Source: an optimization exercise on an open RTL-to-GDS flow (aim: small area). Production flows keep margins and buffers that such runs may drop.
In this exercise RTL edits were held to simulation tests only and were not proved equivalent to the original.

== run a ==
Design ce0_loop, start of the top module:
module ce0_loop (
    input              clk,
    input              rst,
    input      [2:0]   phases,
    input              polarity,
    input      [223:0] i_coef,
    input      [31:0]  i_out_max,
    input      [31:0]  i_out_min,
    input      [159:0] s_coef,
    input      [31:0]  s_out_lim,
    input      [15:0]  d_min,
    input      [15:0]  d_max,
    input              close,
    input      [15:0]  pre_d,
    input              start,
    input      [15:0]  i_ref,
    input      [15:0]  i_str,
    input      [71:0]  iph,
    output             ready,
    output reg         done,
    output reg [95:0]  duty,
    output reg         sat_i,
    output reg         sat_share
);
For scale: roughly 3,700 cells after synthesis, roughly 800 flip-flops, ~740 I/O pins, about 44,000 um2 of cells after synthesis.
==> flow/config.mk <==
export PLATFORM = sky130hd
export DESIGN_NAME = ce0_loop
export DESIGN_NICKNAME = ce0_loop
export VERILOG_FILES = /design/flow/design.v
export SDC_FILE = /design/flow/constraint.sdc
export NUM_CORES = 4
export LEC_CHECK = 0
export CAP_MARGIN = 10
export CORE_MARGIN = 2
export CORE_UTILIZATION = 55
export SLEW_MARGIN = 10
==> flow/constraint.sdc <==
create_clock -name core_clock -period 17.0 [get_ports {clk}]
set_input_delay 3.4000 -clock core_clock [delete_from_list [all_inputs] [get_ports {clk}]]
set_output_delay 3.4000 -clock core_clock [all_outputs]
set_load 0.01 [all_outputs]
standard.sh (not shown) runs the stock make flow with config.mk's settings and CLKGATE_MAP_FILE= SYNTH_SCRIPT=/design/flow/synth_recipe.tcl, a recipe that flattens the netlist after the stock synthesis.
==> flow/flow/run.sh <==
#!/bin/bash
# Layout flow: the standard ORFS flow with these changes.
#  - Synthesis is the standard one, but ABC maps the logic with an
#    area-oriented script (flow/abc_area.script); registers are untouched.
#  - Port buffers are the smallest buffer cell (buf_1).
#  - Clock tree built from small clock buffers, without dummy loads.
# The make output goes to flow.log; ORFS keeps each step's log in orfs/logs.
set -euo pipefail
W=$PWD
F=$W/flow
cat > $W/my_synth.tcl <<EOS
proc abc {args} {
  set i [lsearch -exact \$args -script]
  if {\$i >= 0} { set args [lreplace \$args [expr {\$i + 1}] [expr {\$i + 1}] $F/abc_area.script] }
  yosys abc {*}\$args
}
source $W/synth_recipe.tcl
EOS
sed "s|SYNTH_SCRIPT=[^ ]*|SYNTH_SCRIPT=$W/my_synth.tcl|" standard.sh > my_standard.sh
grep -q "SYNTH_SCRIPT=$W/my_synth.tcl" my_standard.sh
export BUFFER_PORTS_ARGS="-buffer_cell sky130_fd_sc_hd__buf_1"
export CTS_ARGS="-sink_clustering_enable -repair_clock_nets -dont_use_dummy_load -buf_list {sky130_fd_sc_hd__clkbuf_4} -sink_clustering_size 8 -sink_clustering_max_diameter 50"
bash my_standard.sh > flow.log 2>&1
==> flow/flow/abc_area.script <==
strash
&get -n
&fraig -x
&put
scorr
dc2
strash
&get -n
&deepsyn -T 120
&dch -f
&nf -R 1000
&put
topo
dnsize -c
stime -c
### run a -> run b
Settings: SLEW_MARGIN: 10 -> 20; CAP_MARGIN: 10 -> 20; CORE_UTILIZATION: 55 -> 40.
[summary]
Compared with run a, in run b area of the core region now sits higher; length of the first detailed-routing pass in iterations shrank by 1; logic depth of the worst register-to-register path lower; first-pass GRT wire length went up; signal arrival time at the worst endpoint down 0.05 ns. Run b improves on run a in hold slack. Relative to run a, the amount of wire on met2 after detailed routing measured on run b has increased by a little under 10%. Going from run a to run b, fill cell total of the finished layout grew by more than half.

========
before:
Another version of the RTL of ce0_loop (not shown whole).
Size in the first run: roughly 3700 cells after synthesis, roughly 800 flip-flops, ~43000 um2 of cells after synthesis.
Settings: LEC_CHECK=0, CAP_MARGIN=20, CORE_MARGIN=2, CORE_UTILIZATION=40, SLEW_MARGIN=20; clock period 17.0 ns.
==> flow/flow/run.sh <==
#!/bin/bash
# Layout flow: the standard ORFS flow with these changes.
#  - Synthesis is the standard one, but ABC maps the logic with an
#    area-oriented script (flow/abc_area.script); registers are untouched.
#  - Port buffers are the smallest buffer cell (buf_1).
#  - Clock tree built from small clock buffers, without dummy loads.
# The make output goes to flow.log; ORFS keeps each step's log in orfs/logs.
set -euo pipefail
W=$PWD
F=$W/flow
cat > $W/my_synth.tcl <<EOS
proc abc {args} {
  set i [lsearch -exact \$args -script]
  if {\$i >= 0} { set args [lreplace \$args [expr {\$i + 1}] [expr {\$i + 1}] $F/abc_area.script] }
  yosys abc {*}\$args
}
source $W/synth_recipe.tcl
EOS
sed "s|SYNTH_SCRIPT=[^ ]*|SYNTH_SCRIPT=$W/my_synth.tcl|" standard.sh > my_standard.sh
grep -q "SYNTH_SCRIPT=$W/my_synth.tcl" my_standard.sh
export BUFFER_PORTS_ARGS="-buffer_cell sky130_fd_sc_hd__buf_1"
export CTS_ARGS="-sink_clustering_enable -repair_clock_nets -dont_use_dummy_load -buf_list {sky130_fd_sc_hd__clkbuf_8} -sink_clustering_size 16 -sink_clustering_max_diameter 60"
bash my_standard.sh > flow.log 2>&1
Scripts as last shown in full above: flow/flow/abc_area.script
Having completed the whole flow, before delivered a layout that passed the timing, design-rule and antenna checks.
Changes in after relative to before:
-- flow/flow/run.sh --
<<< before, line 20
grep -q "SYNTH_SCRIPT=$W/my_synth.tcl" my_standard.sh
export BUFFER_PORTS_ARGS="-buffer_cell sky130_fd_sc_hd__buf_1"
export CTS_ARGS="-sink_clustering_enable -repair_clock_nets -dont_use_dummy_load -buf_list {sky130_fd_sc_hd__clkbuf_8} -sink_clustering_size 16 -sink_clustering_max_diameter 60"
bash my_standard.sh > flow.log 2>&1
>>> after, line 20
grep -q "SYNTH_SCRIPT=$W/my_synth.tcl" my_standard.sh
export BUFFER_PORTS_ARGS="-buffer_cell sky130_fd_sc_hd__buf_1"
export CTS_ARGS="-sink_clustering_enable -repair_clock_nets -dont_use_dummy_load -buf_list {sky130_fd_sc_hd__clkbuf_4} -sink_clustering_size 8 -sink_clustering_max_diameter 50"
bash my_standard.sh > flow.log 2>&1
Findings:
- Having completed the whole flow, after delivered a layout that passed the timing, design-rule and antenna checks.
- before → after: via count went up; final worst-path cycle share went up; post-place setup slack went down.
- From before to after the numbers moved as follows: share of cell area taken by multi-input logic gates now sits at about the same level; number of ordinary and repair buffers in the finished layout now sits at about the same level.

==> afterwards: timing with drivers on the ports <==
The flow's constraints put no driver on any port. The routed layouts listed below were extracted and timed again, unchanged, in two steps.
Step 1, drivers: a clkbuf_16 drives clk and a buf_2 each remaining input, both assumed.
Step 2 times the ports against the registers' clock, not the clock port: input delays grow and output delays shrink by t, the midpoint of the rising clock arrivals with the driver on.
Slacks: no drivers / after step 1 / after step 2; pairs: no drivers / after step 1.
run | shift t [ns] | setup slack, ns | worst data-port slew with drivers (ns) | pins driven straight from the clock port
run a | 0.938 | 1.168 / 1.182 / 0.244 | 0.27 | 1
run b | 0.994 | 1.324 / 1.346 / 0.352 | 0.32 | 1
before | 0.718 | 1.243 / 1.236 / 0.518 | 0.28 | 1
after | 0.978 | 1.196 / 1.241 / 0.263 | 0.23 | 1
After both steps setup and hold are still met in every run listed. For run b, which loses most, drivers alone change the setup slack by +0.022 ns; drivers and shift together by -0.972 ns.
